Context: an optimization exercise on an open-source flow, tuned for small area, a short achievable clock period and few clock cycles. The choices shown serve that exercise and are no tape-out recipe.
Only simulation tests tie the RTL to the original design; equivalence was not proved.

===== flow/run.sh =====
#!/bin/bash
# synth_recipe.tcl (not shown) runs the flow's synth.tcl, then flattens the netlist and writes it again
# the make line also repeats each setting of config.mk as NAME=value (left out here)
make -C /OpenROAD-flow-scripts/flow DESIGN_CONFIG=/design/flow/config.mk WORK_HOME=/design/flow/orfs CLKGATE_MAP_FILE= SYNTH_SCRIPT=/design/flow/synth_recipe.tcl finish

===== flow/config.mk =====
export PLATFORM = sky130hd
export DESIGN_NAME = ce_errx
export DESIGN_NICKNAME = ce_errx
export VERILOG_FILES = /design/flow/design.v
export SDC_FILE = /design/flow/constraint.sdc
export NUM_CORES = 4
export LEC_CHECK = 0
export CAP_MARGIN = 20
export CORE_MARGIN = 2
export CORE_UTILIZATION = 40
export PLACE_DENSITY = 0.6
export SLEW_MARGIN = 20

===== flow/constraint.sdc =====
create_clock -name core_clock -period 17.0 [get_ports {clk}]
set_input_delay 3.4000 -clock core_clock [delete_from_list [all_inputs] [get_ports {clk}]]
set_output_delay 3.4000 -clock core_clock [all_outputs]
set_load 0.01 [all_outputs]

===== flow/design.v =====
module ce_errx (
    input  wire         clk,
    input  wire         rst,
    input  wire         start,
    output reg          done,
    input  wire         voa,       
    input  wire [31:0]  y,         
    input  wire [2:0]   seq,       
    input  wire [7:0]   dseq,      
    input  wire [2:0]   dlag,      
    input  wire [2:0]   dsh,       
    input  wire         ext,       
    input  wire [31:0]  yavg_in,   
    input  wire [31:0]  m_in,      
    input  wire [31:0]  refv,      
    input  wire         ref_ok,    
    input  wire [15:0]  kref,      
    input  wire [31:0]  yfloor,    
    input  wire [31:0]  target,    
    output reg  [15:0]  e,         
    output reg  [31:0]  yavg_out,
    output reg  [31:0]  m_out,
    output reg          wd         
);
    localparam NQ = 47;            
    localparam [1:0] S_IDLE = 2'd0,
                     S_PREP = 2'd1,
                     S_DIV  = 2'd2,
                     S_FIN  = 2'd3;
    reg  [1:0]  state;
    reg  [5:0]  cnt;
    reg  [46:0] num;       
    reg  [39:0] den;       
    reg  [40:0] rem;       
    reg         neg;       
    wire [2:0]  lag_idx = seq - dlag;
    wire        wl = dseq[lag_idx];
    wire signed [33:0] dy      = $signed({2'b00, y}) - $signed({2'b00, yavg_in});
    wire signed [33:0] dy_sh   = dy >>> 6;
    wire signed [33:0] yavg_nx = $signed({2'b00, yavg_in}) + dy_sh;
    wire signed [33:0] dq      = $signed({2'b00, y}) - yavg_nx;
    wire signed [34:0] q       = wl ? dq : -dq;
    wire signed [35:0] qm      = q - $signed(m_in);
    wire signed [35:0] qm_sh   = qm >>> dsh;
    wire signed [35:0] m_sum   = $signed(m_in) + qm_sh;
    wire signed [31:0] m_nx    = (m_sum > 36'sd2147483647)  ? 32'sh7fffffff :
                                 (m_sum < -36'sd2147483648) ? 32'sh80000000 : m_sum[31:0];
    wire [47:0] refk   = refv * kref;
    wire [39:0] refs   = refk[47:8];
    wire [39:0] r_el   = (ref_ok && refs > {8'd0, yfloor}) ? refs : {8'd0, yfloor};
    wire [39:0] r_voa  = (target > yfloor) ? {8'd0, target} : {8'd0, yfloor};
    wire [39:0] r_sel  = voa ? r_voa : r_el;
    wire [39:0] r_div  = (r_sel == 40'd0) ? 40'd1 : r_sel;
    wire signed [32:0] n_voa = $signed({1'b0, target}) - $signed({1'b0, y});
    wire signed [32:0] n_sel = voa ? n_voa : {m_nx[31], m_nx};
    wire [31:0]        n_mag = n_sel[32] ? -n_sel[31:0] : n_sel[31:0];
    wire [40:0] rem_sh = {rem[39:0], num[46]};
    wire [41:0] trial  = {1'b0, rem_sh} - {2'b00, den};
    wire        qbit   = ~trial[41];
    wire [46:0] quo   = num;             
    wire signed [16:0] g = neg ? ((quo > 47'd32768) ? -17'sd32768 : -$signed({1'b0, quo[15:0]}))
                               : ((quo > 47'd32767) ?  17'sd32767 :  $signed({1'b0, quo[15:0]}));
    wire signed [17:0] gt = g - $signed(target[15:0]);
    wire signed [17:0] es = ext ? gt : -gt;
    wire signed [15:0] e_el = (es > 18'sd32767) ? 16'sh7fff : (es < -18'sd32768) ? 16'sh8000 : es[15:0];
    always @(posedge clk) begin
        if (rst) begin
            state <= S_IDLE;
            done  <= 1'b0;
        end else begin
            done <= 1'b0;
            case (state)
                S_IDLE: if (start) state <= S_PREP;
                S_PREP: begin
                    if (voa) begin
                        yavg_out <= yavg_in;
                        m_out    <= m_in;
                        wd       <= 1'b0;
                    end else begin
                        yavg_out <= yavg_nx[31:0];
                        m_out    <= m_nx;
                        wd       <= dseq[seq];
                    end
                    num   <= {n_mag, 15'd0};
                    den   <= r_div;
                    rem   <= 41'd0;
                    neg   <= n_sel[32];
                    cnt   <= 6'd0;
                    state <= S_DIV;
                end
                S_DIV: begin
                    rem   <= qbit ? trial[40:0] : rem_sh;
                    num   <= {num[45:0], qbit};
                    cnt   <= cnt + 6'd1;
                    if (cnt == NQ - 1)
                        state <= S_FIN;
                end
                S_FIN: begin
                    e     <= voa ? g[15:0] : e_el;
                    done  <= 1'b1;
                    state <= S_IDLE;
                end
            endcase
        end
    end
endmodule

==> flow_summary.toml <==
[finish]
mostFrequentLayoutCells = "718 x nand2_1, 700 x inv_1, 571 x buf_4"
fin_area_mm2 = 0.0538
fin_nets = 7100
nFillCells = 10619
final_common_cell = "nand2_1"
drive_above_1_share_pct = 13.6
final_cells = 7437
area_growth_syn_to_layout_pct = 22.8

[yosys]
synth_top_area_share_pct = 19.4
ys_ff_latch = 218
yosysTopAreaCell = "fa_1"
avgSynthCellArea_um2 = 8.31
ys.flop_type = "edfxtp_1"
yosysSeqAreaShare_pct = 14.9
synth-edff-count = 215
syn-num-nets = 6374
yosys_warnings = 1
yosys-top-cells-area = "fa_1 19%, edfxtp_1 15%, ha_1 13%"
synthesis.area_mm2 = 0.0438
async_flop_share_pct = 0
ys_types = 96
syn_inst = 5269

[setup_path]
reg2reg_depth = 29
rr_endpoint = "e[0]"
regToRegSetupSlack_ns = 8.23
critPathKind = "in -> reg"
crit_arrival_ns = 16.85
crit_path_start_kind = "primary input"
critPathRequiredTime_ns = 17.45
startpoint = "y[2]"
critPathMaxStageDelay_ns = 0.54
worstReg2RegStart = "num[0]"
path_common_cell = "a21o_1"
crit_path_max_fanout = 6
end_kind = "register"
slowest_stage = "or4b_4"
critical_path.endpoint = "num[46]"

[place]
dp.cells = 7365
gp_congestion = 1.02
portBuffers = 312
hpwlAfterDp_mm = 127
place_area_mm2 = 0.0521

[route]
drc = 0
dr.pass1.iters = 5
drt-wirelength-per-cell_um = 20.9
totalWireLength_mm = 155
vias_per_cell = 5.44
vias = 40440
drt_iter0_drc = 3170
ant_nets = 0

[timing]
slew_headroom_pct = 28.3
setup_viol = 0
fin_tns_setup_ns = 0
drv_slew = 0
final.period_utilization_pct = 96.5
max_clock_freq_mhz = 61.0
period_needed_ns = 16.40
tightestPinTransition_ns = 1.08
clock-skew-final_ns = 0.0203
hold_viol = 0

[outcome]
status = "no timing/DRC/antenna violations"

[clocking]
clk_path_buf_depth = 3
path_clk_slew_ns = 0.06
numCtsBuffers = 28
htree_levels = 1
clockRootBuffer = "clkbuf_16"
hold_buffers = 0
clkLatencyLatePin_ns = 0.63
cts_tree = "built"
cts.sinks = 218

[flow_run]
maxCapViolCount = 0

[floorplanning]
num_rows = 121
dieHeight_um = 335
start_util_pct = 40.3
io_pins = 313
die_area_mm2 = 0.112
die_w_um = 335
fp.coreArea_mm2 = 0.109

[global_routing]
antenna_found_initial = 20
grt_max_degree = 90
grt-ovfl-total = 0
grt_use_total_pct = 27.2
grt_pass1_wl_mm = 236
grt_pass1_vias = 39553

[min_path]
hp-class = "reg -> reg"
-- cell families after synthesis --
kind of cell	count (synthesis)	synth area share [%]
compound gates	1180	17.4
buf+inv	894	7.72
fa+ha+maj	874	32.3
xor+xnor	323	6.48
flops	218	14.9
simple gates	1632	17.6
mux	148	3.60
-- how the worst min path moves through the flow --
stage	cells after the start	endpoint	slack, ns	startpoint
5_1_grt	2	state[0]	0.56	state[0]
4_1_cts	2	state[0]	0.53	state[0]
6_report	2	state[0]	0.52	state[0]
2_1_floorplan	2	state[0]	0.47	state[0]
3_3_place_gp	2	state[0]	0.51	state[0]
3_5_place_dp	2	state[0]	0.52	state[0]
-- cell type report --
| cell class | instances | area [µm²] | share of cell area [%] |
|---|---|---|---|
| multi-input cells | 4157 | 34500 | 64.2 |
| well taps | 1414 | 1770 | 3.29 |
| clock buffers | 33 | 719 | 1.34 |
| clock inverters | 17 | 196 | 0.365 |
| diodes | 8 | 20.0 | 0.0372 |
| repair buffers | 887 | 7400 | 13.8 |
| inverters | 703 | 2640 | 4.91 |
| flip-flops and latches | 218 | 6520 | 12.1 |
-- registers in the layout, summed over array words and instances (netlist names) --
signal    cells
yavg_out     32
state         2
rem          40
e            16
neg           1
done          1
num          47
m_out        32
den          40
cnt           6
wd            1
-- critical path: cells and delay by family --
kind	cells	cell delay [ns]
adders and majority gates	5	1.41
and+or+nand+nor	21	4.27
buffers and inverters	8	1.55
xor gates and xnor gates	5	0.61
muxes	1	0.30
AOI/OAI and AO/OA	30	5.26
-- through the flow --
step	hold slack (ns)	utilization (%)	setup slack, ns
floorplan	0.474	-	0.934
global placement	0.506	48.0	-0.765
detailed placement	0.516	48.0	-0.892
CTS	0.526	48.8	0.0186
global route	0.555	49.5	-0.0696
finish	0.519	49.5	0.598
-- repair_timing --
| item | 4_1_cts | 5_1_grt |
|---|---|---|
| pin swaps | 0 | 47 |
| setup endpoints to repair | 16 | 43 |
| hold endpoints to repair | 0 | 0 |
| buffers inserted | 0 | 14 |
| gates resized for setup | 7 | 120 |
-- synthesized netlist by cell type (9+ instances only) --
cell type and n:
o31ai_1 25, a21oi_1 311, a21boi_0 13, and2_1 208, a21o_1 135, or2_2 16, nor2_1 249, o211ai_1 32
nand4_1 45, mux2i_1 108, ha_1 449, nor2b_1 56, o41ai_1 14, o21a_1 40, xor2_1 126, inv_1 701
a2111oi_0 11, nand2_1 720, nor3_1 62, o211a_1 14, and4_1 9, o21bai_1 41, edfxtp_1 215, a31oi_1 37
o31a_1 10, xnor2_1 196, or3_1 47, o21ai_0 287, fa_1 425, nor4_1 24, a211oi_1 50, and3_1 35
a211o_1 14, clkbuf_1 180, a22oi_1 13, a221o_1 11, nand2b_1 46, o21ai_1 17, o311ai_0 14, mux2_2 36
nand3_1 72
-- routing by layer --
metal  vias up  GRT usage, %  wire [µm]
li1      19391             -          -
met1     19611          37.7      69400
met2      1239          43.4      69500
met3       183          5.17      11900
met4        16          7.00       4150
met5         -             0         96
Testbench counts, summed over its fixed seeds: cycles 80,000.

## afterwards: timing with drivers on the ports
In the flow no input, the clock included, has a driving cell. The finished layout below was timed again as built, in two steps.
Step 1 sets driving cells, clkbuf_16 on the clock port and buf_2 on the other inputs (assumed; they add their load-dependent delay and slew).
Step 2 adds t to the input delays and takes it off the output delays; t is the mean of the earliest and latest rising clock arrival at the registers after step 1. Input paths then give back, and output paths get back, about the clock's delay inside the block.
Three values: ideal, step 1, step 2; two values: the first two.
t (ns): 0.689
slack for setup (ns): 0.598 / 0.595 / -0.093
latest minus earliest clock arrival (ns): 0.023 / 0.023
worst data-port slew with drivers (ns): 0.18
With both steps, setup timing fails in this run, where it was met with ideal ports. For this run, drivers alone change the setup slack by -0.003 ns; drivers and shift together by -0.691 ns.
